Background: an optimization exercise with open tools, aiming at small area, a short achievable clock period and few clock cycles per item. Do not read the settings as production practice. The RTL was checked by simulation tests, not by an equivalence proof against the original design.

<file path="run.sh">
#!/bin/bash
# synth_recipe.tcl (not shown) runs the flow's synth.tcl, then flattens the netlist and writes it again
# the make line also repeats each setting of config.mk as NAME=value (left out here)
make -C /OpenROAD-flow-scripts/flow DESIGN_CONFIG=/design/flow/config.mk WORK_HOME=/design/flow/orfs CLKGATE_MAP_FILE= SYNTH_SCRIPT=/design/flow/synth_recipe.tcl finish
</file>
<file path="config.mk">
export PLATFORM = sky130hd
export DESIGN_NAME = mx_block_mac
export DESIGN_NICKNAME = mx_block_mac
export VERILOG_FILES = /design/flow/design.v
export SDC_FILE = /design/flow/constraint.sdc
export NUM_CORES = 4
export LEC_CHECK = 0
export CAP_MARGIN = 20
export CORE_MARGIN = 2
export CORE_UTILIZATION = 40
export SLEW_MARGIN = 20
</file>
<file path="constraint.sdc">
create_clock -name core_clock -period 50.0 [get_ports {clk}]
set_input_delay 10.0000 -clock core_clock [delete_from_list [all_inputs] [get_ports {clk}]]
set_output_delay 10.0000 -clock core_clock [all_outputs]
set_load 0.01 [all_outputs]
</file>
<file path="design.v">
module mx_block_mac (
    input  wire         clk,
    input  wire         rst,         
    input  wire         in_valid,
    input  wire [127:0] a_elems,     
    input  wire [127:0] b_elems,
    input  wire [7:0]   a_scale,
    input  wire [7:0]   b_scale,
    input  wire [31:0]  acc_in,
    output reg          out_valid,
    output reg  [31:0]  acc_out
);
    function [8:0] tval;
        input [6:0] k;
        case (k)
            7'd0: tval = 9'h000;
            7'd1: tval = 9'h000;
            7'd2: tval = 9'h000;
            7'd3: tval = 9'h000;
            7'd4: tval = 9'h000;
            7'd5: tval = 9'h000;
            7'd6: tval = 9'h000;
            7'd7: tval = 9'h000;
            7'd8: tval = 9'h000;
            7'd9: tval = 9'h001;
            7'd10: tval = 9'h002;
            7'd11: tval = 9'h003;
            7'd12: tval = 9'h004;
            7'd13: tval = 9'h006;
            7'd14: tval = 9'h008;
            7'd15: tval = 9'h00c;
            7'd16: tval = 9'h000;
            7'd17: tval = 9'h002;
            7'd18: tval = 9'h004;
            7'd19: tval = 9'h006;
            7'd20: tval = 9'h008;
            7'd21: tval = 9'h00c;
            7'd22: tval = 9'h010;
            7'd23: tval = 9'h018;
            7'd24: tval = 9'h000;
            7'd25: tval = 9'h003;
            7'd26: tval = 9'h006;
            7'd27: tval = 9'h009;
            7'd28: tval = 9'h00c;
            7'd29: tval = 9'h012;
            7'd30: tval = 9'h018;
            7'd31: tval = 9'h024;
            7'd32: tval = 9'h000;
            7'd33: tval = 9'h004;
            7'd34: tval = 9'h008;
            7'd35: tval = 9'h00c;
            7'd36: tval = 9'h010;
            7'd37: tval = 9'h018;
            7'd38: tval = 9'h020;
            7'd39: tval = 9'h030;
            7'd40: tval = 9'h000;
            7'd41: tval = 9'h006;
            7'd42: tval = 9'h00c;
            7'd43: tval = 9'h012;
            7'd44: tval = 9'h018;
            7'd45: tval = 9'h024;
            7'd46: tval = 9'h030;
            7'd47: tval = 9'h048;
            7'd48: tval = 9'h000;
            7'd49: tval = 9'h008;
            7'd50: tval = 9'h010;
            7'd51: tval = 9'h018;
            7'd52: tval = 9'h020;
            7'd53: tval = 9'h030;
            7'd54: tval = 9'h040;
            7'd55: tval = 9'h060;
            7'd56: tval = 9'h000;
            7'd57: tval = 9'h00c;
            7'd58: tval = 9'h018;
            7'd59: tval = 9'h024;
            7'd60: tval = 9'h030;
            7'd61: tval = 9'h048;
            7'd62: tval = 9'h060;
            7'd63: tval = 9'h090;
            7'd64: tval = 9'h000;
            7'd65: tval = 9'h000;
            7'd66: tval = 9'h000;
            7'd67: tval = 9'h000;
            7'd68: tval = 9'h000;
            7'd69: tval = 9'h000;
            7'd70: tval = 9'h000;
            7'd71: tval = 9'h000;
            7'd72: tval = 9'h000;
            7'd73: tval = 9'h1ff;
            7'd74: tval = 9'h1fe;
            7'd75: tval = 9'h1fd;
            7'd76: tval = 9'h1fc;
            7'd77: tval = 9'h1fa;
            7'd78: tval = 9'h1f8;
            7'd79: tval = 9'h1f4;
            7'd80: tval = 9'h000;
            7'd81: tval = 9'h1fe;
            7'd82: tval = 9'h1fc;
            7'd83: tval = 9'h1fa;
            7'd84: tval = 9'h1f8;
            7'd85: tval = 9'h1f4;
            7'd86: tval = 9'h1f0;
            7'd87: tval = 9'h1e8;
            7'd88: tval = 9'h000;
            7'd89: tval = 9'h1fd;
            7'd90: tval = 9'h1fa;
            7'd91: tval = 9'h1f7;
            7'd92: tval = 9'h1f4;
            7'd93: tval = 9'h1ee;
            7'd94: tval = 9'h1e8;
            7'd95: tval = 9'h1dc;
            7'd96: tval = 9'h000;
            7'd97: tval = 9'h1fc;
            7'd98: tval = 9'h1f8;
            7'd99: tval = 9'h1f4;
            7'd100: tval = 9'h1f0;
            7'd101: tval = 9'h1e8;
            7'd102: tval = 9'h1e0;
            7'd103: tval = 9'h1d0;
            7'd104: tval = 9'h000;
            7'd105: tval = 9'h1fa;
            7'd106: tval = 9'h1f4;
            7'd107: tval = 9'h1ee;
            7'd108: tval = 9'h1e8;
            7'd109: tval = 9'h1dc;
            7'd110: tval = 9'h1d0;
            7'd111: tval = 9'h1b8;
            7'd112: tval = 9'h000;
            7'd113: tval = 9'h1f8;
            7'd114: tval = 9'h1f0;
            7'd115: tval = 9'h1e8;
            7'd116: tval = 9'h1e0;
            7'd117: tval = 9'h1d0;
            7'd118: tval = 9'h1c0;
            7'd119: tval = 9'h1a0;
            7'd120: tval = 9'h000;
            7'd121: tval = 9'h1f4;
            7'd122: tval = 9'h1e8;
            7'd123: tval = 9'h1dc;
            7'd124: tval = 9'h1d0;
            7'd125: tval = 9'h1b8;
            7'd126: tval = 9'h1a0;
            7'd127: tval = 9'h170;
            default: tval = 9'h000;
        endcase
    endfunction
    function [8:0] tshift;
        input       s;
        input [2:0] a, b;
        reg         fa, fb, c9, c3, nz;
        reg [2:0]   e;
        reg [10:0]  cs;
        begin
            nz = (a != 3'd0) && (b != 3'd0);
            fa = a[0] & (a[2:1] != 2'd0);
            fb = b[0] & (b[2:1] != 2'd0);
            c9 = fa & fb;
            c3 = fa ^ fb;
            e  = {1'b0, a[2:1]} + {1'b0, b[2:1]};
            cs = {{7{s}}, s ^ c9, s ? ~c3 : ~c9, c3 | (s & c9), c9};
            cs = cs << e;
            tshift = nz ? cs[10:2] : 9'd0;
            tshift[8] = ~tshift[8];      
        end
    endfunction
    function [7:0] pmag;
        input [2:0] a, b;
        reg [3:0] x, y;
        begin
            case (a)
                3'd0: x = 4'd0;  3'd1: x = 4'd1;  3'd2: x = 4'd2;  3'd3: x = 4'd3;
                3'd4: x = 4'd4;  3'd5: x = 4'd6;  3'd6: x = 4'd8;  default: x = 4'd12;
            endcase
            case (b)
                3'd0: y = 4'd0;  3'd1: y = 4'd1;  3'd2: y = 4'd2;  3'd3: y = 4'd3;
                3'd4: y = 4'd4;  3'd5: y = 4'd6;  3'd6: y = 4'd8;  default: y = 4'd12;
            endcase
            pmag = x * y;
        end
    endfunction
    wire [31:0] sg;       
    wire [31:0] nz;       
    wire [8:0] px0 = tshift(sg[0], a_elems[2:0], b_elems[2:0]);
    wire [8:0] px1 = tshift(sg[1], a_elems[6:4], b_elems[6:4]);
    wire [8:0] px2 = tshift(sg[2], a_elems[10:8], b_elems[10:8]);
    wire [8:0] px3 = tshift(sg[3], a_elems[14:12], b_elems[14:12]);
    wire [8:0] px4 = tshift(sg[4], a_elems[18:16], b_elems[18:16]);
    wire [8:0] px5 = tshift(sg[5], a_elems[22:20], b_elems[22:20]);
    wire [8:0] px6 = tshift(sg[6], a_elems[26:24], b_elems[26:24]);
    wire [8:0] px7 = tshift(sg[7], a_elems[30:28], b_elems[30:28]);
    wire [8:0] px8 = tshift(sg[8], a_elems[34:32], b_elems[34:32]);
    wire [8:0] px9 = tshift(sg[9], a_elems[38:36], b_elems[38:36]);
    wire [8:0] px10 = tshift(sg[10], a_elems[42:40], b_elems[42:40]);
    wire [8:0] px11 = tshift(sg[11], a_elems[46:44], b_elems[46:44]);
    wire [8:0] px12 = tshift(sg[12], a_elems[50:48], b_elems[50:48]);
    wire [8:0] px13 = tshift(sg[13], a_elems[54:52], b_elems[54:52]);
    wire [8:0] px14 = tshift(sg[14], a_elems[58:56], b_elems[58:56]);
    wire [8:0] px15 = tshift(sg[15], a_elems[62:60], b_elems[62:60]);
    wire [8:0] px16 = tshift(sg[16], a_elems[66:64], b_elems[66:64]);
    wire [8:0] px17 = tshift(sg[17], a_elems[70:68], b_elems[70:68]);
    wire [8:0] px18 = tshift(sg[18], a_elems[74:72], b_elems[74:72]);
    wire [8:0] px19 = tshift(sg[19], a_elems[78:76], b_elems[78:76]);
    wire [8:0] px20 = tshift(sg[20], a_elems[82:80], b_elems[82:80]);
    wire [8:0] px21 = tshift(sg[21], a_elems[86:84], b_elems[86:84]);
    wire [8:0] px22 = tshift(sg[22], a_elems[90:88], b_elems[90:88]);
    wire [8:0] px23 = tshift(sg[23], a_elems[94:92], b_elems[94:92]);
    wire [8:0] px24 = tshift(sg[24], a_elems[98:96], b_elems[98:96]);
    wire [8:0] px25 = tshift(sg[25], a_elems[102:100], b_elems[102:100]);
    wire [8:0] px26 = tshift(sg[26], a_elems[106:104], b_elems[106:104]);
    wire [8:0] px27 = tshift(sg[27], a_elems[110:108], b_elems[110:108]);
    wire [8:0] px28 = tshift(sg[28], a_elems[114:112], b_elems[114:112]);
    wire [8:0] px29 = tshift(sg[29], a_elems[118:116], b_elems[118:116]);
    wire [8:0] px30 = tshift(sg[30], a_elems[122:120], b_elems[122:120]);
    wire [8:0] px31 = tshift(sg[31], a_elems[126:124], b_elems[126:124]);
    genvar gi;
    generate for (gi = 0; gi < 32; gi = gi + 1) begin : g_sign
        assign sg[gi] = a_elems[4*gi+3] ^ b_elems[4*gi+3];
        assign nz[gi] = (a_elems[4*gi+2:4*gi] != 3'd0) && (b_elems[4*gi+2:4*gi] != 3'd0);
    end endgenerate
    wire all_neg_zero = &(sg & ~nz);    
    wire h_2, h_1;
    assign {h_2, h_1} = px0[0] + px10[0] + px11[0];
    wire h_4, h_3;
    assign {h_4, h_3} = px12[0] + px13[0] + px14[0];
    wire h_6, h_5;
    assign {h_6, h_5} = px0[1] + px10[1] + px11[1];
    wire h_8, h_7;
    assign {h_8, h_7} = px12[1] + px13[1] + px14[1];
    wire h_10, h_9;
    assign {h_10, h_9} = px15[1] + px16[1] + px17[1];
    wire h_12, h_11;
    assign {h_12, h_11} = px0[2] + px10[2] + px11[2];
    wire h_14, h_13;
    assign {h_14, h_13} = px12[2] + px13[2] + px14[2];
    wire h_16, h_15;
    assign {h_16, h_15} = px15[2] + px16[2] + px17[2];
    wire h_18, h_17;
    assign {h_18, h_17} = px18[2] + px19[2];
    wire h_20, h_19;
    assign {h_20, h_19} = px0[3] + px10[3] + px11[3];
    wire h_22, h_21;
    assign {h_22, h_21} = px12[3] + px13[3] + px14[3];
    wire h_24, h_23;
    assign {h_24, h_23} = px15[3] + px16[3] + px17[3];
    wire h_26, h_25;
    assign {h_26, h_25} = px18[3] + px19[3] + px1[3];
    wire h_28, h_27;
    assign {h_28, h_27} = px0[4] + px10[4] + px11[4];
    wire h_30, h_29;
    assign {h_30, h_29} = px12[4] + px13[4] + px14[4];
    wire h_32, h_31;
    assign {h_32, h_31} = px15[4] + px16[4] + px17[4];
    wire h_34, h_33;
    assign {h_34, h_33} = px18[4] + px19[4] + px1[4];
    wire h_36, h_35;
    assign {h_36, h_35} = px0[5] + px10[5] + px11[5];
    wire h_38, h_37;
    assign {h_38, h_37} = px12[5] + px13[5] + px14[5];
    wire h_40, h_39;
    assign {h_40, h_39} = px15[5] + px16[5] + px17[5];
    wire h_42, h_41;
    assign {h_42, h_41} = px18[5] + px19[5] + px1[5];
    wire h_44, h_43;
    assign {h_44, h_43} = px0[6] + px10[6] + px11[6];
    wire h_46, h_45;
    assign {h_46, h_45} = px12[6] + px13[6] + px14[6];
    wire h_48, h_47;
    assign {h_48, h_47} = px15[6] + px16[6] + px17[6];
    wire h_50, h_49;
    assign {h_50, h_49} = px18[6] + px19[6] + px1[6];
    wire h_52, h_51;
    assign {h_52, h_51} = px0[7] + px10[7] + px11[7];
    wire h_54, h_53;
    assign {h_54, h_53} = px12[7] + px13[7] + px14[7];
    wire h_56, h_55;
    assign {h_56, h_55} = px15[7] + px16[7] + px17[7];
    wire h_58, h_57;
    assign {h_58, h_57} = px18[7] + px19[7] + px1[7];
    wire h_60, h_59;
    assign {h_60, h_59} = px0[8] + px10[8] + px11[8];
    wire h_62, h_61;
    assign {h_62, h_61} = px12[8] + px13[8] + px14[8];
    wire h_64, h_63;
    assign {h_64, h_63} = px15[8] + px16[8] + px17[8];
    wire h_66, h_65;
    assign {h_66, h_65} = px18[8] + px19[8] + px1[8];
    wire h_68, h_67;
    assign {h_68, h_67} = px15[0] + px16[0] + px17[0];
    wire h_70, h_69;
    assign {h_70, h_69} = px18[0] + px19[0] + px1[0];
    wire h_72, h_71;
    assign {h_72, h_71} = px20[0] + px21[0] + px22[0];
    wire h_74, h_73;
    assign {h_74, h_73} = px23[0] + px24[0] + px25[0];
    wire h_76, h_75;
    assign {h_76, h_75} = px26[0] + px27[0];
    wire h_78, h_77;
    assign {h_78, h_77} = px18[1] + px19[1] + px1[1];
    wire h_80, h_79;
    assign {h_80, h_79} = px20[1] + px21[1] + px22[1];
    wire h_82, h_81;
    assign {h_82, h_81} = px23[1] + px24[1] + px25[1];
    wire h_84, h_83;
    assign {h_84, h_83} = px26[1] + px27[1] + px28[1];
    wire h_86, h_85;
    assign {h_86, h_85} = px29[1] + px2[1] + px30[1];
    wire h_88, h_87;
    assign {h_88, h_87} = px31[1] + px3[1] + px4[1];
    wire h_90, h_89;
    assign {h_90, h_89} = px5[1] + px6[1] + px7[1];
    wire h_92, h_91;
    assign {h_92, h_91} = px1[2] + px20[2] + px21[2];
    wire h_94, h_93;
    assign {h_94, h_93} = px22[2] + px23[2] + px24[2];
    wire h_96, h_95;
    assign {h_96, h_95} = px25[2] + px26[2] + px27[2];
    wire h_98, h_97;
    assign {h_98, h_97} = px28[2] + px29[2] + px2[2];
    wire h_100, h_99;
    assign {h_100, h_99} = px30[2] + px31[2] + px3[2];
    wire h_102, h_101;
    assign {h_102, h_101} = px4[2] + px5[2] + px6[2];
    wire h_104, h_103;
    assign {h_104, h_103} = px7[2] + px8[2] + px9[2];
    wire h_106, h_105;
    assign {h_106, h_105} = h_17 + h_10 + h_11;
    wire h_108, h_107;
    assign {h_108, h_107} = px20[3] + px21[3] + px22[3];
    wire h_110, h_109;
    assign {h_110, h_109} = px23[3] + px24[3] + px25[3];
    wire h_112, h_111;
    assign {h_112, h_111} = px26[3] + px27[3] + px28[3];
    wire h_114, h_113;
    assign {h_114, h_113} = px29[3] + px2[3] + px30[3];
    wire h_116, h_115;
    assign {h_116, h_115} = px31[3] + px3[3] + px4[3];
    wire h_118, h_117;
    assign {h_118, h_117} = px5[3] + px6[3] + px7[3];
    wire h_120, h_119;
    assign {h_120, h_119} = px8[3] + px9[3] + h_18;
    wire h_122, h_121;
    assign {h_122, h_121} = h_12 + h_14 + h_16;
    wire h_124, h_123;
    assign {h_124, h_123} = h_19 + h_21;
    wire h_126, h_125;
    assign {h_126, h_125} = px20[4] + px21[4] + px22[4];
    wire h_128, h_127;
    assign {h_128, h_127} = px23[4] + px24[4] + px25[4];
    wire h_130, h_129;
    assign {h_130, h_129} = px26[4] + px27[4] + px28[4];
    wire h_132, h_131;
    assign {h_132, h_131} = px29[4] + px2[4] + px30[4];
    wire h_134, h_133;
    assign {h_134, h_133} = px31[4] + px3[4] + px4[4];
    wire h_136, h_135;
    assign {h_136, h_135} = px5[4] + px6[4] + px7[4];
    wire h_138, h_137;
    assign {h_138, h_137} = px8[4] + px9[4] + h_20;
    wire h_140, h_139;
    assign {h_140, h_139} = h_22 + h_24 + h_26;
    wire h_142, h_141;
    assign {h_142, h_141} = h_27 + h_29 + h_31;
    wire h_144, h_143;
    assign {h_144, h_143} = px20[5] + px21[5] + px22[5];
    wire h_146, h_145;
    assign {h_146, h_145} = px23[5] + px24[5] + px25[5];
    wire h_148, h_147;
    assign {h_148, h_147} = px26[5] + px27[5] + px28[5];
    wire h_150, h_149;
    assign {h_150, h_149} = px29[5] + px2[5] + px30[5];
    wire h_152, h_151;
    assign {h_152, h_151} = px31[5] + px3[5] + px4[5];
    wire h_154, h_153;
    assign {h_154, h_153} = px5[5] + px6[5] + px7[5];
    wire h_156, h_155;
    assign {h_156, h_155} = px8[5] + px9[5] + h_28;
    wire h_158, h_157;
    assign {h_158, h_157} = h_30 + h_32 + h_34;
    wire h_160, h_159;
    assign {h_160, h_159} = h_35 + h_37 + h_39;
    wire h_162, h_161;
    assign {h_162, h_161} = px20[6] + px21[6] + px22[6];
    wire h_164, h_163;
    assign {h_164, h_163} = px23[6] + px24[6] + px25[6];
    wire h_166, h_165;
    assign {h_166, h_165} = px26[6] + px27[6] + px28[6];
    wire h_168, h_167;
    assign {h_168, h_167} = px29[6] + px2[6] + px30[6];
    wire h_170, h_169;
    assign {h_170, h_169} = px31[6] + px3[6] + px4[6];
    wire h_172, h_171;
    assign {h_172, h_171} = px5[6] + px6[6] + px7[6];
    wire h_174, h_173;
    assign {h_174, h_173} = px8[6] + px9[6] + h_36;
    wire h_176, h_175;
    assign {h_176, h_175} = h_38 + h_40 + h_42;
    wire h_178, h_177;
    assign {h_178, h_177} = h_43 + h_45 + h_47;
    wire h_180, h_179;
    assign {h_180, h_179} = px20[7] + px21[7] + px22[7];
    wire h_182, h_181;
    assign {h_182, h_181} = px23[7] + px24[7] + px25[7];
    wire h_184, h_183;
    assign {h_184, h_183} = px26[7] + px27[7] + px28[7];
    wire h_186, h_185;
    assign {h_186, h_185} = px29[7] + px2[7] + px30[7];
    wire h_188, h_187;
    assign {h_188, h_187} = px31[7] + px3[7] + px4[7];
    wire h_190, h_189;
    assign {h_190, h_189} = px5[7] + px6[7] + px7[7];
    wire h_192, h_191;
    assign {h_192, h_191} = px8[7] + px9[7] + h_44;
    wire h_194, h_193;
    assign {h_194, h_193} = h_46 + h_48 + h_50;
    wire h_196, h_195;
    assign {h_196, h_195} = h_51 + h_53 + h_55;
    wire h_198, h_197;
    assign {h_198, h_197} = px20[8] + px21[8] + px22[8];
    wire h_200, h_199;
    assign {h_200, h_199} = px23[8] + px24[8] + px25[8];
    wire h_202, h_201;
    assign {h_202, h_201} = px26[8] + px27[8] + px28[8];
    wire h_204, h_203;
    assign {h_204, h_203} = px29[8] + px2[8] + px30[8];
    wire h_206, h_205;
    assign {h_206, h_205} = px31[8] + px3[8] + px4[8];
    wire h_208, h_207;
    assign {h_208, h_207} = px5[8] + px6[8] + px7[8];
    wire h_210, h_209;
    assign {h_210, h_209} = px8[8] + px9[8] + h_52;
    wire h_212, h_211;
    assign {h_212, h_211} = h_54 + h_56 + h_58;
    wire h_214, h_213;
    assign {h_214, h_213} = h_59 + h_61 + h_63;
    wire h_216, h_215;
    assign {h_216, h_215} = px28[0] + px29[0] + px2[0];
    wire h_218, h_217;
    assign {h_218, h_217} = px30[0] + px31[0] + px3[0];
    wire h_220, h_219;
    assign {h_220, h_219} = px4[0] + px5[0] + px6[0];
    wire h_222, h_221;
    assign {h_222, h_221} = px8[1] + px9[1] + h_76;
    wire h_224, h_223;
    assign {h_224, h_223} = h_2 + h_4 + h_5;
    wire h_226, h_225;
    assign {h_226, h_225} = h_68 + h_7 + h_70;
    wire h_228, h_227;
    assign {h_228, h_227} = h_72 + h_74 + h_77;
    wire h_230, h_229;
    assign {h_230, h_229} = h_79 + h_81;
    wire h_232, h_231;
    assign {h_232, h_231} = h_101 + h_103 + h_13;
    wire h_234, h_233;
    assign {h_234, h_233} = h_15 + h_6 + h_78;
    wire h_236, h_235;
    assign {h_236, h_235} = h_8 + h_80 + h_82;
    wire h_238, h_237;
    assign {h_238, h_237} = h_84 + h_86 + h_88;
    wire h_240, h_239;
    assign {h_240, h_239} = h_90 + h_91 + h_93;
    wire h_242, h_241;
    assign {h_242, h_241} = h_95 + h_97;
    wire h_244, h_243;
    assign {h_244, h_243} = h_100 + h_102 + h_104;
    wire h_246, h_245;
    assign {h_246, h_245} = h_107 + h_109 + h_111;
    wire h_248, h_247;
    assign {h_248, h_247} = h_113 + h_115 + h_117;
    wire h_250, h_249;
    assign {h_250, h_249} = h_23 + h_25 + h_92;
    wire h_252, h_251;
    assign {h_252, h_251} = h_94 + h_96 + h_98;
    wire h_254, h_253;
    assign {h_254, h_253} = h_119 + h_123 + h_106;
    wire h_256, h_255;
    assign {h_256, h_255} = h_108 + h_110 + h_112;
    wire h_258, h_257;
    assign {h_258, h_257} = h_114 + h_116 + h_118;
    wire h_260, h_259;
    assign {h_260, h_259} = h_125 + h_127 + h_129;
    wire h_262, h_261;
    assign {h_262, h_261} = h_131 + h_133 + h_135;
    wire h_264, h_263;
    assign {h_264, h_263} = h_33 + h_120 + h_124;
    wire h_266, h_265;
    assign {h_266, h_265} = h_122 + h_137 + h_139;
    wire h_268, h_267;
    assign {h_268, h_267} = h_126 + h_128 + h_130;
    wire h_270, h_269;
    assign {h_270, h_269} = h_132 + h_134 + h_136;
    wire h_272, h_271;
    assign {h_272, h_271} = h_143 + h_145 + h_147;
    wire h_274, h_273;
    assign {h_274, h_273} = h_149 + h_151 + h_153;
    wire h_276, h_275;
    assign {h_276, h_275} = h_41 + h_138 + h_140;
    wire h_278, h_277;
    assign {h_278, h_277} = h_142 + h_155 + h_157;
    wire h_280, h_279;
    assign {h_280, h_279} = h_144 + h_146 + h_148;
    wire h_282, h_281;
    assign {h_282, h_281} = h_150 + h_152 + h_154;
    wire h_284, h_283;
    assign {h_284, h_283} = h_161 + h_163 + h_165;
    wire h_286, h_285;
    assign {h_286, h_285} = h_167 + h_169 + h_171;
    wire h_288, h_287;
    assign {h_288, h_287} = h_49 + h_156 + h_158;
    wire h_290, h_289;
    assign {h_290, h_289} = h_160 + h_173 + h_175;
    wire h_292, h_291;
    assign {h_292, h_291} = h_162 + h_164 + h_166;
    wire h_294, h_293;
    assign {h_294, h_293} = h_168 + h_170 + h_172;
    wire h_296, h_295;
    assign {h_296, h_295} = h_179 + h_181 + h_183;
    wire h_298, h_297;
    assign {h_298, h_297} = h_185 + h_187 + h_189;
    wire h_300, h_299;
    assign {h_300, h_299} = h_57 + h_174 + h_176;
    wire h_302, h_301;
    assign {h_302, h_301} = h_178 + h_191 + h_193;
    wire h_304, h_303;
    assign {h_304, h_303} = h_180 + h_182 + h_184;
    wire h_306, h_305;
    assign {h_306, h_305} = h_186 + h_188 + h_190;
    wire h_308, h_307;
    assign {h_308, h_307} = h_197 + h_199 + h_201;
    wire h_310, h_309;
    assign {h_310, h_309} = h_203 + h_205 + h_207;
    wire h_312, h_311;
    assign {h_312, h_311} = h_65 + h_192 + h_194;
    wire h_314, h_313;
    assign {h_314, h_313} = h_196 + h_209 + h_211;
    wire h_316, h_315;
    assign {h_316, h_315} = h_198 + h_200 + h_202;
    wire h_318, h_317;
    assign {h_318, h_317} = h_204 + h_206 + h_208;
    wire h_320, h_319;
    assign {h_320, h_319} = h_60 + h_62 + h_64;
    wire h_322, h_321;
    assign {h_322, h_321} = px7[0] + px8[0] + px9[0];
    wire h_324, h_323;
    assign {h_324, h_323} = h_75 + h_1 + h_215;
    wire h_326, h_325;
    assign {h_326, h_325} = h_216 + h_218 + h_220;
    wire h_328, h_327;
    assign {h_328, h_327} = h_83 + h_85 + h_87;
    wire h_330, h_329;
    assign {h_330, h_329} = h_89 + h_9 + h_221;
    wire h_332, h_331;
    assign {h_332, h_331} = h_99 + h_222 + h_230;
    wire h_334, h_333;
    assign {h_334, h_333} = h_241 + h_105 + h_224;
    wire h_336, h_335;
    assign {h_336, h_335} = h_226 + h_228 + h_231;
    wire h_338, h_337;
    assign {h_338, h_337} = h_233 + h_235;
    wire h_340, h_339;
    assign {h_340, h_339} = h_242 + h_121 + h_232;
    wire h_342, h_341;
    assign {h_342, h_341} = h_234 + h_236 + h_238;
    wire h_344, h_343;
    assign {h_344, h_343} = h_240 + h_243 + h_245;
    wire h_346, h_345;
    assign {h_346, h_345} = h_247 + h_249 + h_251;
    wire h_348, h_347;
    assign {h_348, h_347} = h_141 + h_244 + h_246;
    wire h_350, h_349;
    assign {h_350, h_349} = h_248 + h_250 + h_252;
    wire h_352, h_351;
    assign {h_352, h_351} = h_255 + h_257 + h_259;
    wire h_354, h_353;
    assign {h_354, h_353} = h_261 + h_263 + h_254;
    wire h_356, h_355;
    assign {h_356, h_355} = h_159 + h_256 + h_258;
    wire h_358, h_357;
    assign {h_358, h_357} = h_260 + h_262 + h_267;
    wire h_360, h_359;
    assign {h_360, h_359} = h_269 + h_271 + h_273;
    wire h_362, h_361;
    assign {h_362, h_361} = h_264 + h_266 + h_275;
    wire h_364, h_363;
    assign {h_364, h_363} = h_177 + h_268 + h_270;
    wire h_366, h_365;
    assign {h_366, h_365} = h_272 + h_274 + h_279;
    wire h_368, h_367;
    assign {h_368, h_367} = h_281 + h_283 + h_285;
    wire h_370, h_369;
    assign {h_370, h_369} = h_276 + h_278 + h_287;
    wire h_372, h_371;
    assign {h_372, h_371} = h_195 + h_280 + h_282;
    wire h_374, h_373;
    assign {h_374, h_373} = h_284 + h_286 + h_291;
    wire h_376, h_375;
    assign {h_376, h_375} = h_293 + h_295 + h_297;
    wire h_378, h_377;
    assign {h_378, h_377} = h_288 + h_290 + h_299;
    wire h_380, h_379;
    assign {h_380, h_379} = h_213 + h_292 + h_294;
    wire h_382, h_381;
    assign {h_382, h_381} = h_296 + h_298 + h_303;
    wire h_384, h_383;
    assign {h_384, h_383} = h_305 + h_307 + h_309;
    wire h_386, h_385;
    assign {h_386, h_385} = h_300 + h_302 + h_311;
    wire h_388, h_387;
    assign {h_388, h_387} = h_66 + h_210 + h_212;
    wire h_390, h_389;
    assign {h_390, h_389} = h_214 + h_304 + h_306;
    wire h_392, h_391;
    assign {h_392, h_391} = h_308 + h_310 + h_315;
    wire h_394, h_393;
    assign {h_394, h_393} = h_317 + h_319 + h_312;
    wire h_396, h_395;
    assign {h_396, h_395} = h_217 + h_219 + h_3;
    wire h_398, h_397;
    assign {h_398, h_397} = h_321 + h_67;
    wire h_400, h_399;
    assign {h_400, h_399} = h_322 + h_229 + h_223;
    wire h_402, h_401;
    assign {h_402, h_401} = h_225 + h_227 + h_324;
    wire h_404, h_403;
    assign {h_404, h_403} = h_325 + h_327;
    wire h_406, h_405;
    assign {h_406, h_405} = h_237 + h_239 + h_326;
    wire h_408, h_407;
    assign {h_408, h_407} = h_328 + h_330 + h_331;
    wire h_410, h_409;
    assign {h_410, h_409} = h_337 + h_333 + h_335;
    wire h_412, h_411;
    assign {h_412, h_411} = h_332 + h_338 + h_253;
    wire h_414, h_413;
    assign {h_414, h_413} = h_334 + h_336 + h_339;
    wire h_416, h_415;
    assign {h_416, h_415} = h_341 + h_343 + h_345;
    wire h_418, h_417;
    assign {h_418, h_417} = h_265 + h_340 + h_342;
    wire h_420, h_419;
    assign {h_420, h_419} = h_344 + h_346 + h_347;
    wire h_422, h_421;
    assign {h_422, h_421} = h_349 + h_351 + h_353;
    wire h_424, h_423;
    assign {h_424, h_423} = h_277 + h_348 + h_350;
    wire h_426, h_425;
    assign {h_426, h_425} = h_352 + h_355 + h_357;
    wire h_428, h_427;
    assign {h_428, h_427} = h_359 + h_354 + h_361;
    wire h_430, h_429;
    assign {h_430, h_429} = h_289 + h_356 + h_358;
    wire h_432, h_431;
    assign {h_432, h_431} = h_360 + h_363 + h_365;
    wire h_434, h_433;
    assign {h_434, h_433} = h_367 + h_362 + h_369;
    wire h_436, h_435;
    assign {h_436, h_435} = h_301 + h_364 + h_366;
    wire h_438, h_437;
    assign {h_438, h_437} = h_368 + h_371 + h_373;
    wire h_440, h_439;
    assign {h_440, h_439} = h_375 + h_370 + h_377;
    wire h_442, h_441;
    assign {h_442, h_441} = h_313 + h_372 + h_374;
    wire h_444, h_443;
    assign {h_444, h_443} = h_376 + h_379 + h_381;
    wire h_446, h_445;
    assign {h_446, h_445} = h_383 + h_378 + h_385;
    wire h_448, h_447;
    assign {h_448, h_447} = h_314 + h_380 + h_382;
    wire h_450, h_449;
    assign {h_450, h_449} = h_384 + h_387 + h_389;
    wire h_452, h_451;
    assign {h_452, h_451} = h_391 + h_386 + h_393;
    wire h_454, h_453;
    assign {h_454, h_453} = h_316 + h_318 + h_320;
    wire h_456, h_455;
    assign {h_456, h_455} = h_388 + h_390 + h_392;
    wire h_458, h_457;
    assign {h_458, h_457} = h_69 + h_71 + h_73;
    wire h_460, h_459;
    assign {h_460, h_459} = h_398 + h_396 + h_329;
    wire h_462, h_461;
    assign {h_462, h_461} = h_403 + h_399;
    wire h_464, h_463;
    assign {h_464, h_463} = h_404 + h_400 + h_402;
    wire h_466, h_465;
    assign {h_466, h_465} = h_405 + h_407 + h_409;
    wire h_468, h_467;
    assign {h_468, h_467} = h_406 + h_408 + h_410;
    wire h_470, h_469;
    assign {h_470, h_469} = h_411 + h_413 + h_415;
    wire h_472, h_471;
    assign {h_472, h_471} = h_412 + h_414 + h_416;
    wire h_474, h_473;
    assign {h_474, h_473} = h_417 + h_419 + h_421;
    wire h_476, h_475;
    assign {h_476, h_475} = h_418 + h_420 + h_423;
    wire h_478, h_477;
    assign {h_478, h_477} = h_425 + h_422 + h_427;
    wire h_480, h_479;
    assign {h_480, h_479} = h_424 + h_426 + h_429;
    wire h_482, h_481;
    assign {h_482, h_481} = h_431 + h_428 + h_433;
    wire h_484, h_483;
    assign {h_484, h_483} = h_430 + h_432 + h_435;
    wire h_486, h_485;
    assign {h_486, h_485} = h_437 + h_434 + h_439;
    wire h_488, h_487;
    assign {h_488, h_487} = h_436 + h_438 + h_441;
    wire h_490, h_489;
    assign {h_490, h_489} = h_443 + h_440 + h_445;
    wire h_492, h_491;
    assign {h_492, h_491} = h_442 + h_444 + h_447;
    wire h_494, h_493;
    assign {h_494, h_493} = h_449 + h_446 + h_451;
    wire h_496, h_495;
    assign {h_496, h_495} = h_453 + h_394 + h_448;
    wire h_498, h_497;
    assign {h_498, h_497} = h_450 + h_455 + h_452;
    wire h_500, h_499;
    assign {h_500, h_499} = h_397 + h_323;
    wire h_502, h_501;
    assign {h_502, h_501} = h_458 + h_401 + h_459;
    wire h_504, h_503;
    assign {h_504, h_503} = h_460 + h_462 + h_463;
    wire h_506, h_505;
    assign {h_506, h_505} = h_464 + h_466 + h_467;
    wire h_508, h_507;
    assign {h_508, h_507} = h_468 + h_470 + h_471;
    wire h_510, h_509;
    assign {h_510, h_509} = h_472 + h_475 + h_474;
    wire h_512, h_511;
    assign {h_512, h_511} = h_476 + h_479 + h_478;
    wire h_514, h_513;
    assign {h_514, h_513} = h_480 + h_483 + h_482;
    wire h_516, h_515;
    assign {h_516, h_515} = h_484 + h_487 + h_486;
    wire h_518, h_517;
    assign {h_518, h_517} = h_488 + h_491 + h_490;
    wire h_520, h_519;
    assign {h_520, h_519} = h_492 + h_495 + h_494;
    wire h_522, h_521;
    assign {h_522, h_521} = h_454 + h_456 + h_496;
    wire h_524, h_523;
    assign {h_524, h_523} = h_395 + h_457;
    wire h_526, h_525;
    assign {h_526, h_525} = h_500 + h_461 + h_501;
    wire h_528, h_527;
    assign {h_528, h_527} = h_502 + h_465 + h_503;
    wire h_530, h_529;
    assign {h_530, h_529} = h_469 + h_504 + h_505;
    wire h_532, h_531;
    assign {h_532, h_531} = h_473 + h_506 + h_507;
    wire h_534, h_533;
    assign {h_534, h_533} = h_477 + h_508 + h_509;
    wire h_536, h_535;
    assign {h_536, h_535} = h_481 + h_510 + h_511;
    wire h_538, h_537;
    assign {h_538, h_537} = h_485 + h_512 + h_513;
    wire h_540, h_539;
    assign {h_540, h_539} = h_489 + h_514 + h_515;
    wire h_542, h_541;
    assign {h_542, h_541} = h_493 + h_516 + h_517;
    wire h_544, h_543;
    assign {h_544, h_543} = h_497 + h_518 + h_519;
    wire h_546, h_545;
    assign {h_546, h_545} = h_498 + h_521 + h_520;
    wire [13:0] cs0 = {1'b0, h_522, h_545, h_543, h_541, h_539, h_537, h_535, h_533, h_531, h_529, h_527, h_525, h_523};
    wire [13:0] cs1 = {1'b0, h_546, h_544, h_542, h_540, h_538, h_536, h_534, h_532, h_530, h_528, h_526, h_524, h_499};
    wire [8:0]  esum = {1'b0, a_scale} + {1'b0, b_scale};
    wire        snan = (a_scale == 8'hFF) || (b_scale == 8'hFF);
    reg         v1, zn1, nan1;
    reg [8:0]   e1;
    reg [31:0]  acc1;
    reg [13:0]  c0_1, c1_1;
    always @(posedge clk) begin
        if (rst) v1 <= 1'b0;
        else     v1 <= in_valid;
        zn1 <= all_neg_zero; nan1 <= snan; e1 <= esum; acc1 <= acc_in;
        c0_1 <= cs0; c1_1 <= cs1;
    end
    wire [13:0] S = (c0_1 + c1_1) ^ 14'h2000;
    wire        sneg   = S[13];
    wire [12:0] mag    = sneg ? (13'd0 - S[12:0]) : S[12:0];    
    wire        szero  = (S == 14'd0);
    wire        s_sign = szero ? zn1 : sneg;
    reg [3:0] m;                        
    integer j;
    always @* begin
        m = 4'd0;
        for (j = 0; j < 13; j = j + 1)
            if (mag[j]) m = j[3:0];
    end
    wire signed [10:0] eL    = $signed({2'b00, e1}) - 11'sd129;
    wire signed [10:0] es    = eL + $signed({7'd0, m});
    wire               s_inf = !szero && (es >= 11'sd255);
    wire               s_nrm = !szero && (es >= 11'sd1);
    wire signed [10:0] shn   = 11'sd23 - $signed({7'd0, m});
    wire signed [10:0] shs   = eL + 11'sd22;
    wire signed [10:0] sh    = s_nrm ? shn : shs;
    wire [22:0]        yl    = {10'd0, mag} << sh[4:0];
    wire signed [10:0] r     = -shs;
    wire               r_big = (r >= 11'sd14);
    wire [3:0]         rs    = r[3:0];
    wire [12:0]        q     = mag >> rs;
    wire [12:0]        rmask = (13'd1 << rs) - 13'd1;
    wire [12:0]        rem   = mag & rmask;
    wire               g     = |(rem & ~(rmask >> 1));
    wire               st    = |(rem & (rmask >> 1));
    wire [11:0]        qr    = q[11:0] + {11'd0, g & (st | q[0])};
    wire [7:0]         ye0   = s_nrm ? es[7:0] : 8'd0;
    wire [22:0]        yf0   = (sh >= 11'sd0) ? yl : (r_big ? 23'd0 : {11'd0, qr});
    wire        vb = v1, ys = s_sign, y_inf = s_inf, y_nan = nan1;
    wire [7:0]  ye = ye0;
    wire [22:0] yf = yf0;
    wire [31:0] accb = acc1;
    wire        xs = accb[31];
    wire [7:0]  xe = accb[30:23];
    wire [22:0] xf = accb[22:0];
    wire x_nan = (xe == 8'hFF) && (xf != 23'd0);
    wire x_inf = (xe == 8'hFF) && (xf == 23'd0);
    wire        swap = {ye, yf} > {xe, xf};
    wire        bs   = swap ? ys : xs;
    wire [7:0]  be   = swap ? ye : xe;
    wire [22:0] bf   = swap ? yf : xf;
    wire        ss   = swap ? xs : ys;
    wire [7:0]  se   = swap ? xe : ye;
    wire [22:0] sf   = swap ? xf : yf;
    wire [7:0]  bex  = (be == 8'd0) ? 8'd1 : be;      
    wire [7:0]  sex  = (se == 8'd0) ? 8'd1 : se;
    wire [26:0] bm   = {(be != 8'd0), bf, 3'b000};    
    wire [26:0] sm   = {(se != 8'd0), sf, 3'b000};
    wire [7:0]  d    = bex - sex;
    wire        d_big     = (d >= 8'd27);
    wire [26:0] sm_al     = d_big ? 27'd0 : (sm >> d[4:0]);
    wire        sticky_al = d_big ? (sm != 27'd0) : ((sm & ((27'd1 << d[4:0]) - 27'd1)) != 27'd0);
    wire [26:0] sm_s = {sm_al[26:1], sm_al[0] | sticky_al};
    wire        sub = bs ^ ss;
    wire [27:0] sum = sub ? ({1'b0, bm} - {1'b0, sm_s}) : ({1'b0, bm} + {1'b0, sm_s});
    reg [26:0] nm;         
    reg [8:0]  ne;         
    reg [4:0]  lz;
    reg [7:0]  lsh;
    integer k;
    always @* begin
        lz = 5'd27;
        for (k = 0; k <= 26; k = k + 1)
            if (sum[k]) lz = 5'd26 - k[4:0];
        lsh = 8'd0;
        if (sum[27]) begin
            nm = {sum[27:2], sum[1] | sum[0]};
            ne = {1'b0, bex} + 9'd1;
        end else begin
            lsh = ({3'd0, lz} < bex) ? {3'd0, lz} : (bex - 8'd1);
            nm  = sum[26:0] << lsh;
            ne  = nm[26] ? ({1'b0, bex} - {1'b0, lsh}) : 9'd0;
        end
    end
    wire        r_up  = nm[2] && (nm[1] || nm[0] || nm[3]);
    wire [31:0] r_mag = {1'b0, ne[7:0], nm[25:3]} + {31'd0, r_up};
    reg [31:0] res;
    always @* begin
        if (x_nan || y_nan)
            res = 32'h7FC0_0000;
        else if (x_inf && y_inf)
            res = (xs == ys) ? {xs, 8'hFF, 23'd0} : 32'h7FC0_0000;
        else if (x_inf)
            res = {xs, 8'hFF, 23'd0};
        else if (y_inf)
            res = {ys, 8'hFF, 23'd0};
        else if (sum == 28'd0)
            res = {(xs & ys), 31'd0};                   
        else if (ne >= 9'd255)
            res = {bs, 8'hFF, 23'd0};
        else
            res = {bs, r_mag[30:0]};
    end
    always @(posedge clk) begin
        if (rst) out_valid <= 1'b0;
        else     out_valid <= vb;
        acc_out <= res;
    end
endmodule
</file>
==> metrics.cfg <==
[status]
status = timing/DRC/antenna clean

[synthesis]
synthFlopType = dfxtp_1
async_flop_share_pct = 0
ys_ff_latch = 103
ys_types = 143
avgSynthCellArea_um2 = 7.35
ys_top_cells_by_area = fa_1, ha_1, a21oi_1, dfxtp_1, nand2_1
synthTopCellsByCount = nand2_1, nor2_1, a21oi_1
synthMostInstantiatedCell = nand2_1
syn_inst = 5180
yosysSeqAreaShare_pct = 5.42
synth-edff-count = 0
yosys.area.top_type_share_pct = 15.8
ys_warn_count = 1
syn-cell-area_mm2 = 0.0381
yosysTopAreaCell = fa_1

[hold_path]
hold_class = reg -> reg

[detailed_routing]
drt_iter0_markers = 4690
final_antenna_net_count = 0
drc = 0
wl_per_cell_um = 25.0
vias = 41600
wl_um = 165000
dr.pass1.iters = 8
avgViaCountPerCell = 6.29

[clock_tree]
hold_buffers = 0
numClockSinks = 103
h-tree-depth = 3
cts-resized-gates = 0
cts_buffer_depth = 2
insertion_delay_ns = 0.42
cts_buffers = 9
post_cts_buffers = 0
clk_pin_slew_ns = 0.09
clk_root_buffer_cell = clkbuf_16
cts_tree = built

[timing]
max_slew_margin_pct = 18.3
rsz0062_at_grt = false
fin_hold_ws_ns = 0.439
worst_slew_pin_slew_ns = 1.21
finalSetupTns_ns = 0
fin_ws_ns = 22.06
hold_viol_final = 0
slew_viol_final = 0
finClkSkew_ns = 0.0215
setup_viol = 0
layout_min_cycle_time_ns = 27.94
fmax_mhz = 35.8
finalCritPeriodShare_pct = 55.9

[global_route]
grt_max_degree = 75
grt_overflow = 0
grt_pass1_wl_um = 246000
antenna_found_initial = 4
grt_pass1_vias = 39600
gr-usage-all-layers_pct = 32.7

[final_layout]
drive_gt1_share_pct = 6.25
finalNetCount = 6191
fillCellCount = 9806
finish.utilization_pct = 45.4
syn_to_final_growth_pct = 12.8

[place]
place_ws_ns = 22.77
hpwl_um = 138000
port_buffers = 339
place.gp.congestion = 1.03

[worst_setup_path]
arrival_ns = 28.27
rr_worst_depth = 92
startpoint = c0_1[0]$_DFF_P_
r2r_end = acc_out[4]$_SDFF_PP0_
path_class = reg -> reg
crit_fanout = 36
cp_slowest_cell = o31ai_1
critPathMaxStageDelay_ns = 0.86
rrSetupSlack_ns = 22.06
required_ns = 50.33
critPathCapture = acc_out[4]$_SDFF_PP0_
critPathCaptureType = register
r2r-start = c0_1[0]$_DFF_P_
crit_top_cell = o21ai_0
cp-start-kind = register

[floorplanning]
die_area_mm2 = 0.0977
die_w_um = 312
placeableCoreArea_mm2 = 0.0946
die_height_um = 312
io_pins = 340
rows = 113
initial_core_util_pct = 40.2

[run]
max_cap_viol_count = 0

==> registers in the layout, indices dropped and copies added (netlist names) <==
signal     count
acc1          32
acc_out       32
c0_1          13
c1_1          13
e1             9
nan1           1
out_valid      1
v1             1
zn1            1
==> kinds of logic (layout without fill, tap and decap cells) <==
| group | after synthesis | after routing | synth area share [%] |
|---|---|---|---|
| other cells | 1 | 4 | 0.00985 |
| buf+inv | 586 | 748 | 6.09 |
| fa+ha+maj | 545 | 545 | 23.8 |
| mux | 214 | 214 | 6.10 |
| xor+xnor | 142 | 142 | 3.36 |
| simple gates | 1874 | 1874 | 24.2 |
| compound gates | 1715 | 1715 | 31.0 |
| flops | 103 | 103 | 5.42 |
==> final cells by class <==
class	count	area [um^2]	share of cell area, %
Antenna cell	2	5.00	0.0117
Clock buffer	10	239	0.557
Clock inverter	5	106	0.248
Inverter	321	1210	2.82
Multi-Input combinational cell	4492	33800	78.7
Sequential cell	103	2060	4.80
Tap cell	1265	1580	3.69
Timing Repair Buffer	412	3940	9.18
==> worst min path at each step <==
stage                  startpoint                   end  cells past startpoint  slack [ns]
floorplan           v1$_SDFF_PP0_  out_valid$_SDFF_PP0_                      1        0.41
global placement    v1$_SDFF_PP0_  out_valid$_SDFF_PP0_                      1        0.42
detailed placement  v1$_SDFF_PP0_  out_valid$_SDFF_PP0_                      1        0.42
CTS                 v1$_SDFF_PP0_  out_valid$_SDFF_PP0_                      1        0.44
global route        v1$_SDFF_PP0_  out_valid$_SDFF_PP0_                      1        0.47
finish              v1$_SDFF_PP0_  out_valid$_SDFF_PP0_                      1        0.44
==> per-layer routing <==
| layer | vias to the layer above | GRT usage, % | wire length [um] |
|---|---|---|---|
| met4 | 0 | 16.6 | 9530 |
| met1 | 19800 | 41.7 | 67300 |
| li1 | 19400 | - | - |
| met2 | 1950 | 53.7 | 75400 |
| met3 | 353 | 4.82 | 13100 |
| met5 | - | 0 | 0 |
==> critical path: cells and delay by family (launching register included) <==
kind / cells / cell delay, ns
AO/OA/AOI/OAI: 44 / 13.19
XOR/XNOR: 3 / 1.04
adder cells (fa/ha/maj): 9 / 2.80
buffers and inverters: 8 / 1.77
multiplexers: 1 / 0.44
flip-flops: 1 / 0.31
AND/OR/NAND/NOR: 27 / 8.23
==> through the flow <==
stage / cells / area [um^2]
floorplan: 5181 / 38100
global placement: 6592 / 42600
detailed placement: 6592 / 42600
CTS: 6607 / 42900
global route: 6610 / 42900
finish: 6610 / 42900
==> cell usage in the layout (no fill, tap or decap), drive strengths merged, types with 136 or more instances in the layout <==
master	netlist	final
nor2	500	500
nor3	155	155
mux2i	136	136
o21ai	345	345
nand2	509	509
ha	245	245
inv	316	316
a21oi	429	429
fa	300	300
clkdlybuf4s50	0	339
Testbench counts, summed over its fixed seeds: cycles 16,016, items 16,000.

==> separate check: timing with driven ports <==
How much do the figures lean on ideal ports? The routed layout below was timed once more, with nothing changed but the port constraints. Step 1, drivers: a clkbuf_16 drives clk and a buf_2 each remaining input, both assumed. Step 2, shift: input delay + t, output delay - t, t = (earliest + latest rising clock arrival at the registers) / 2. This alone moves slack from input paths to output paths. a / b / c = no drivers / after step 1 / after step 2; a / b = the first two.
shift t [ns]: 0.473
setup WS [ns]: 22.063 / 22.063 / 22.063
slew at the worst register clock pin (ns): 0.09 / 0.09
cell pins on the clock port's net: 1
After both steps this run still meets setup and hold. The setup slack of this run moves by 0.000 ns with the drivers and by 0.000 ns with both steps.
